This is an optimization exercise on Yosys and OpenROAD, whose aim is small area, not a production implementation. At most, simulation tests tie the RTL to the original design; equivalence was not proved. Power figures rest on the tool's default switching activity, not on a simulated workload.

Design pwm_axis, start of the top module:
module pwm_axis (
    input  wire        clk,
    input  wire        rst,           
    input  wire [15:0] per,           
    input  wire [1:0]  presc,         
    input  wire [6:0]  dith,          
    input  wire        carrdith,      
    input  wire [15:0] seed,          
    input  wire        seed_load,     
    input  wire [5:0]  mode,          
    input  wire [15:0] cmp_u,
    input  wire [15:0] cmp_v,
    input  wire [15:0] cmp_w,
    input  wire [9:0]  dtr_u,
    input  wire [9:0]  dtr_v,
    input  wire [9:0]  dtr_w,
    input  wire [9:0]  dtf_u,
    input  wire [9:0]  dtf_v,
    input  wire [9:0]  dtf_w,
    input  wire [7:0]  minp,
    output wire [2:0]  gh,            
    output wire [2:0]  gl,            
    output wire        pstart,        
    output reg  [15:0] cnt,           
    output reg  [15:0] plen           
);
export LEC_CHECK = 0
export CAP_MARGIN = 20
export CORE_MARGIN = 2
export CORE_UTILIZATION = 40
export SLEW_MARGIN = 20
create_clock -name core_clock -period 350.0 [get_ports {clk}]
standard.sh (not shown) runs the stock make flow with config.mk's settings and CLKGATE_MAP_FILE= SYNTH_SCRIPT=/design/flow/synth_recipe.tcl, a recipe that flattens the netlist after the stock synthesis.
==> flow/flow/run.sh <==
#!/bin/bash
# Own layout flow: the standard flow (standard synthesis, floorplan, power grid and tap
# cells unchanged), with single-drive port buffers and a clock tree of small buffers without
# dummy loads. Each make run writes its full output to a log file in the work folder.
set -euo pipefail
export BUFFER_PORTS_ARGS="-buffer_cell sky130_fd_sc_hd__buf_1"
export CTS_ARGS="-sink_clustering_enable -repair_clock_nets -dont_use_dummy_load -buf_list sky130_fd_sc_hd__clkbuf_8 -sink_clustering_size 16 -sink_clustering_max_diameter 50"
bash standard.sh synth > synth.log 2>&1
bash standard.sh finish > layout.log 2>&1
Rerun with:
--- a/flow/design.v
+++ b/flow/design.v
@@ -107,81 +107,87 @@
     wire        step  = op_a | op_b | op_d;
     wire        rot   = (k == 5'd31) & (ph != 2'd3);
     wire        r_clr = (op_a & s[3:0] == 4'd1 & ~s[4]) | (op_b & k == 5'd17) | (op_d & k == 5'd0) |
                         op_c | m0 | m6;
     wire [1:0]  lg    = ph - 2'd1;
     wire [9:0]  d_s   = (lg == 2'd0) ? d_u : (lg == 2'd1) ? d_v : d_w;
     wire [9:0]  f_s   = (lg == 2'd0) ? f_u : (lg == 2'd1) ? f_v : f_w;
     wire [1:0]  m_s   = mode_r[2*lg +: 2];
     wire        pwm_s = (m_s == M_PWM);
     wire [7:0]  mp    = {minp_r[7:1], minp_r[0] | (minp_r == 8'd0)};
-    wire [7:0]  mp_c  = (m5 & ~pwm_s) ? 8'd1 : mp;
+    wire [7:0]  mp2   = pwm_s ? mp : 8'd1;
     wire        abit  = op_b ? x[12] : ((x[15] & (op_a | op_d)) | op_c | m0 | m6);
     wire [15:0] b_op  = ({16{op_a}} & {9'd0, dith_r}) | ({16{op_b | op_d | m0}} & pn) |
                         ({16{op_c}} & per_r) | ({16{m6}} & x);
     wire [10:0] c1000;
     pwm_add #(11) u_c1000 (.a(11'd1000), .b({4'd0, dith_r}), .ci(1'b0), .s(c1000), .co());
     wire [16:0] c_op  = ({17{op_a}} & {6'd0, c1000}) | {op_b, 16'd0} |
-                        ({17{op_c | m0}} & {1'b0, x[15:13] & {3{m0}}, x[12:0]}) | ({17{op_d}} & {1'b0, per_r}) |
-                        ({17{m4 & pwm_s}} & {7'd0, f_s}) |
-                        ({17{m5 | m11}} & {8'd0, mp_c, 1'b0}) |
+                        ({17{op_c}} & {4'd0, x[12:0]}) | ({17{op_d}} & {1'b0, per_r}) |
+                        ({17{m0}} & {1'b0, x}) | ({17{m4 & pwm_s}} & {7'd0, f_s}) |
+                        ({17{m5}} & {8'd0, mp2, 1'b0}) | ({17{m11}} & {8'd0, mp, 1'b0}) |
                         ({17{m10}} & {7'd0, d_s});
     wire [15:0] r_in  = r_clr ? 16'd0 : r;
     wire [17:0] t2, t3;
     wire        ge1, ge2;
     wire [17:0] s1;
     pwm_add #(18) u_s1 (.a({1'b0, r_in, 1'b0}), .b({2'd0, abit ? b_op : 16'd0}), .ci(1'b0), .s(s1), .co());
     pwm_add #(18) u_t2 (.a(s1), .b(~{1'b0, c_op}), .ci(1'b1), .s(t2), .co(ge1));
     pwm_add #(18) u_t3 (.a(s1), .b(~{c_op, 1'b0}), .ci(1'b1), .s(t3), .co(ge2));
     wire        dg2   = ge2 & ~m0;
     wire        dg1   = ge1 & ~dg2;
     wire [15:0] r_nx  = dg2 ? t3[15:0] : dg1 ? t2[15:0] : s1[15:0];
     wire        r_we  = ~(m_dbl & ~dbl_on);
     wire [14:0] x_inc;
     pwm_add #(15) u_xi (.a(x[14:0]), .b(15'd0), .ci(dg2), .s(x_inc), .co());
     wire [15:0] x_st  = {x_inc, dg1};
     wire [15:0] x_nx  = step ? x_st : x;
-    reg         dec, val;
-    wire        t_cmp2 = n_gh_full[lg];
+    reg         dec, val, t_cmp2;
     wire        ovf   = (m_dbl & dbl_on & s1[16]) | ((m4 | m10) & t3[16]);
     wire        cmp1  = dec ? val : ~ge2;
     always @(posedge clk) begin
         if (m0) begin
             dec <= ~ge1; val <= 1'b1;
         end else if (m6) begin
             dec <= 1'b0;
         end else if (~dec & (m4 | m10) & ~ge2) begin
             dec <= 1'b1; val <= 1'b1;
         end else if (~dec & ovf) begin
             dec <= 1'b1; val <= 1'b0;
         end
+        if (m5)
+            t_cmp2 <= dec ? val : ~ge2;
     end
     reg         rg_gh_en, rg_gh_full, rg_gl_en, rg_gl_r3;
     always @(*) begin
         rg_gh_en = 1'b0; rg_gh_full = 1'b0; rg_gl_en = 1'b0; rg_gl_r3 = 1'b0;
         case (m_s)
             M_LOW: rg_gl_en = 1'b1;
             M_PWM: begin
                 if (cmp1) rg_gl_en = 1'b1;
                 else if (t_cmp2) begin rg_gh_en = 1'b1; rg_gh_full = 1'b1; end
                 else begin rg_gh_en = 1'b1; rg_gl_en = 1'b1; rg_gl_r3 = 1'b1; end
             end
             M_PWMH: begin rg_gh_en = ~cmp1; rg_gh_full = t_cmp2; end
             default: ;
         endcase
     end
     wire        rg_we = m11;
     wire [2:0]  hi_end = gh_en & gh_full;
     wire [2:0]  lo_end = gl_en;
-    always @(posedge clk)
-        if (rst | seed_load | preload)
-            lfsr <= {16{~rst}} & (seed_load ? seed : lfsr_nx);
+    always @(posedge clk) begin
+        if (rst)
+            lfsr <= 16'd0;
+        else if (seed_load)
+            lfsr <= seed;
+        else if (preload)
+            lfsr <= lfsr_nx;
+    end
     always @(posedge clk) begin
         if (preload) begin
             per_r   <= per;
             dith_r  <= carrdith ? dith : 7'd0;
             pn      <= lfsr_nx;
             presc_n <= presc;
             minp_r  <= minp;
             mode_r  <= mode;
             x       <= per;
             c_u     <= cmp_u;
@@ -198,24 +204,23 @@
                 r <= r_nx;
             if (op_c)
                 pn <= t2[15:0];
             if (rot) begin
                 x   <= c_u;
                 c_u <= c_v;
                 c_v <= c_w;
                 c_w <= x_nx;
             end else
                 x <= x_nx;
-            if (m5)
-                n_gh_full[lg] <= dec ? val : ~ge2;
             if (rg_we) begin
                 n_gh_en[lg]   <= rg_gh_en;
+                n_gh_full[lg] <= rg_gh_full;
                 n_gl_en[lg]   <= rg_gl_en;
                 n_gl_r3[lg]   <= rg_gl_r3;
             end
         end
     end
     always @(posedge clk) begin
         if (rst) begin
             cnt     <= 16'd0;
             sub     <= 3'd0;
             plen    <= 16'd0;
Outcome: Final area is about the same. Total power fell by about a fifth. Clock skew goes down by 4.1 ps. Fmax barely changes. Routed wire length goes up slightly. Clock-buffer cell count grows by 2. Synthesized area is higher slightly. Worst setup slack is worse by 190 ps. Die area is higher slightly. Sequential cell count went up by 1.
The RTL of the second run of this note was laid out without a check of its function.

---

Another version of the RTL of pwm_axis (not shown whole).
Design pwm_axis, start of the top module:
module pwm_axis (
    input  wire        clk,
    input  wire        rst,           
    input  wire [15:0] per,           
    input  wire [1:0]  presc,         
    input  wire [6:0]  dith,          
    input  wire        carrdith,      
    input  wire [15:0] seed,          
    input  wire        seed_load,     
    input  wire [5:0]  mode,          
    input  wire [15:0] cmp_u,
    input  wire [15:0] cmp_v,
    input  wire [15:0] cmp_w,
    input  wire [9:0]  dtr_u,
    input  wire [9:0]  dtr_v,
    input  wire [9:0]  dtr_w,
    input  wire [9:0]  dtf_u,
    input  wire [9:0]  dtf_v,
    input  wire [9:0]  dtf_w,
    input  wire [7:0]  minp,
    output wire [2:0]  gh,            
    output wire [2:0]  gl,            
    output wire        pstart,        
    output reg  [15:0] cnt,           
    output reg  [15:0] plen           
);
==> flow/config.mk <==
export PLATFORM = sky130hd
export DESIGN_NAME = pwm_axis
export DESIGN_NICKNAME = pwm_axis
export VERILOG_FILES = /design/flow/design.v
export SDC_FILE = /design/flow/constraint.sdc
export NUM_CORES = 4
export LEC_CHECK = 0
export CAP_MARGIN = 20
export CORE_MARGIN = 2
export CORE_UTILIZATION = 60
export SLEW_MARGIN = 20
==> flow/constraint.sdc <==
create_clock -name core_clock -period 350.0 [get_ports {clk}]
set_input_delay 70.0000 -clock core_clock [delete_from_list [all_inputs] [get_ports {clk}]]
set_output_delay 70.0000 -clock core_clock [all_outputs]
set_load 0.01 [all_outputs]
==> flow/flow/run.sh <==
#!/bin/bash
# Own layout flow: the standard flow (floorplan, power grid, tap cells, placement and
# routing unchanged) with three changes:
#  - synthesis is the standard flow's synthesis script with only ABC's mapping script replaced by an
#    area-oriented one (flow/area.abc); registers, their names and cell types are untouched;
#  - ports are buffered with single-drive buffers;
#  - the clock tree uses small buffers and no dummy loads.
# Each make run writes its full output to a log file in the work folder.
set -euo pipefail
W=$PWD
sed 's|^  log_cmd abc {\*}\$abc_args$|  log_cmd abc {*}[lreplace $abc_args 1 1 $::env(MY_ABC_SCRIPT)]|' \
    "$FLOW_HOME/scripts/synth.tcl" > "$W/synth_area.tcl"
grep -q 'MY_ABC_SCRIPT' "$W/synth_area.tcl"
sed "s|source \$::env(SCRIPTS_DIR)/synth.tcl|source $W/synth_area.tcl|" "$W/synth_recipe.tcl" > "$W/synth_recipe_area.tcl"
grep -q "source $W/synth_area.tcl" "$W/synth_recipe_area.tcl"
export MY_ABC_SCRIPT="$W/flow/area.abc"
export BUFFER_PORTS_ARGS="-buffer_cell sky130_fd_sc_hd__buf_1"
export CTS_ARGS="-sink_clustering_enable -repair_clock_nets -dont_use_dummy_load -buf_list sky130_fd_sc_hd__clkbuf_8 -sink_clustering_size 20 -sink_clustering_max_diameter 55"
bash standard.sh "SYNTH_SCRIPT=$W/synth_recipe_area.tcl" synth > synth.log 2>&1
bash standard.sh finish > layout.log 2>&1
==> flow/flow/area.abc <==
&get -n
&st
&deepsyn -T 90
&put
&get -n
&st
&dch
&nf -R 1000 -p
&put
strash
dch -f
map -a
mfs2
&get -n
&st
&syn2
&if -g -K 6
&synch2
&nf -R 1000 -p
&st
&dch -f
&nf -R 1000 -p
&put
strash
dch -f
map -a
mfs2
&get -n
&st
&dch -f
&nf -R 1000 -p
&put
strash
dch -f
map -a
mfs2
&get -n
&st
&dch -f
&nf -R 1000 -p
&put
The starting point ran to the end with no violations.
Rerun with:
--- a/flow/design.v
+++ b/flow/design.v
@@ -152,21 +152,22 @@
             dec <= 1'b0;
         end else if (~dec & (m4 | m10) & ~ge2) begin
             dec <= 1'b1; val <= 1'b1;
         end else if (~dec & ovf) begin
             dec <= 1'b1; val <= 1'b0;
         end
     end
     wire        rg_gh_en = ~cmp1;
     wire        rg_gl_en = pwm_s & (cmp1 | ~t_cmp2);
     wire        rg_we = m11 & n_gh_en[lg];
-    wire [2:0]  lo_end = gl_en & (gh_en | {dc_w[9:7] == 3'd0, dc_v[9:7] == 3'd0, dc_u[9:7] == 3'd0});
+    wire [2:0]  hi_end = gh_en & gh_full;
+    wire [2:0]  lo_end = gl_en;
     always @(posedge clk)
         if (rst | seed_load | preload)
             lfsr <= {16{~rst}} & (seed_load ? seed : lfsr_nx);
     always @(posedge clk) begin
         if (preload) begin
             per_r   <= per;
             dith_r  <= carrdith ? dith : 7'd0;
             pn      <= lfsr_nx;
             presc_n <= presc;
             minp_r  <= minp;
@@ -244,21 +245,21 @@
             hl_v <= c_w[6:0];
             hl_w <= x[6:0];
         end
     end
     wire [2:0] dz   = {dc_w == 10'd0, dc_v == 10'd0, dc_u == 10'd0};
     reg  [2:0] dd;                  
     wire [2:0] d_ok = dd | dz;
     wire [2:0] trig = ~gh_en | x_off;
     wire [2:0] rld  = gh_en & d_ok & ~x_off & {3{~win}};
     wire [2:0] dcn  = ~dz & (~gh_en | ~dd | x_off);
-    wire [2:0] ld_e = gh & ~n_gh_en;       
+    wire [2:0] ld_e = hi_end & ~n_gh_en;
     always @(posedge clk) begin
         dd <= last ? 3'd0 : d_ok;
         if (last) begin
             gh_full <= n_gh_full;
             dc_u    <= n_gh_en[0] ? d_u : ld_e[0] ? f_u : 10'd0;
             dc_v    <= n_gh_en[1] ? d_v : ld_e[1] ? f_v : 10'd0;
             dc_w    <= n_gh_en[2] ? d_w : ld_e[2] ? f_w : 10'd0;
         end else begin
             if (rld[0]) dc_u <= f_u; else if (dcn[0]) dc_u <= dc_u - 10'd1;
             if (rld[1]) dc_v <= f_v; else if (dcn[1]) dc_v <= dc_v - 10'd1;
Setup slack loses 0.70 ns.
Hold slack got worse by 0.013 ns.
Combinational power is about the same.
Global-route usage shrinks by 0.31 points.
Final cell count shrinks by 4.0%.

## afterwards: timing with drivers on the ports
The flow's constraints put no driver on any port. The routed layouts listed below were extracted and timed again, unchanged, in two steps.
Step 1 (the two cells are an assumption about what drives the block):
set clk [get_ports {clk}]
set_driving_cell -lib_cell sky130_fd_sc_hd__clkbuf_16 $clk
set_driving_cell -lib_cell sky130_fd_sc_hd__buf_2 [delete_from_list [all_inputs] $clk]
Step 2 moves the port delays by t, midway between the first and last clock arrival at a register: inputs arrive t later, outputs are due t later. That takes back most of the time a late clock gives input paths.
Three values: ideal, step 1, step 2; two values: the first two.
run	shift t [ns]	setup WS [ns]	worst setup path after step 2
the first run of note 1	0.667	276.207 / 276.151 / 276.818	register to output
the second run of note 1	0.658	276.017 / 275.965 / 276.623	register to output
the first run of note 2	0.637	275.092 / 275.047 / 275.684	register to output
the second run of note 2	0.640	274.396 / 274.348 / 274.988	register to output
After both steps setup and hold are still met in every run listed.
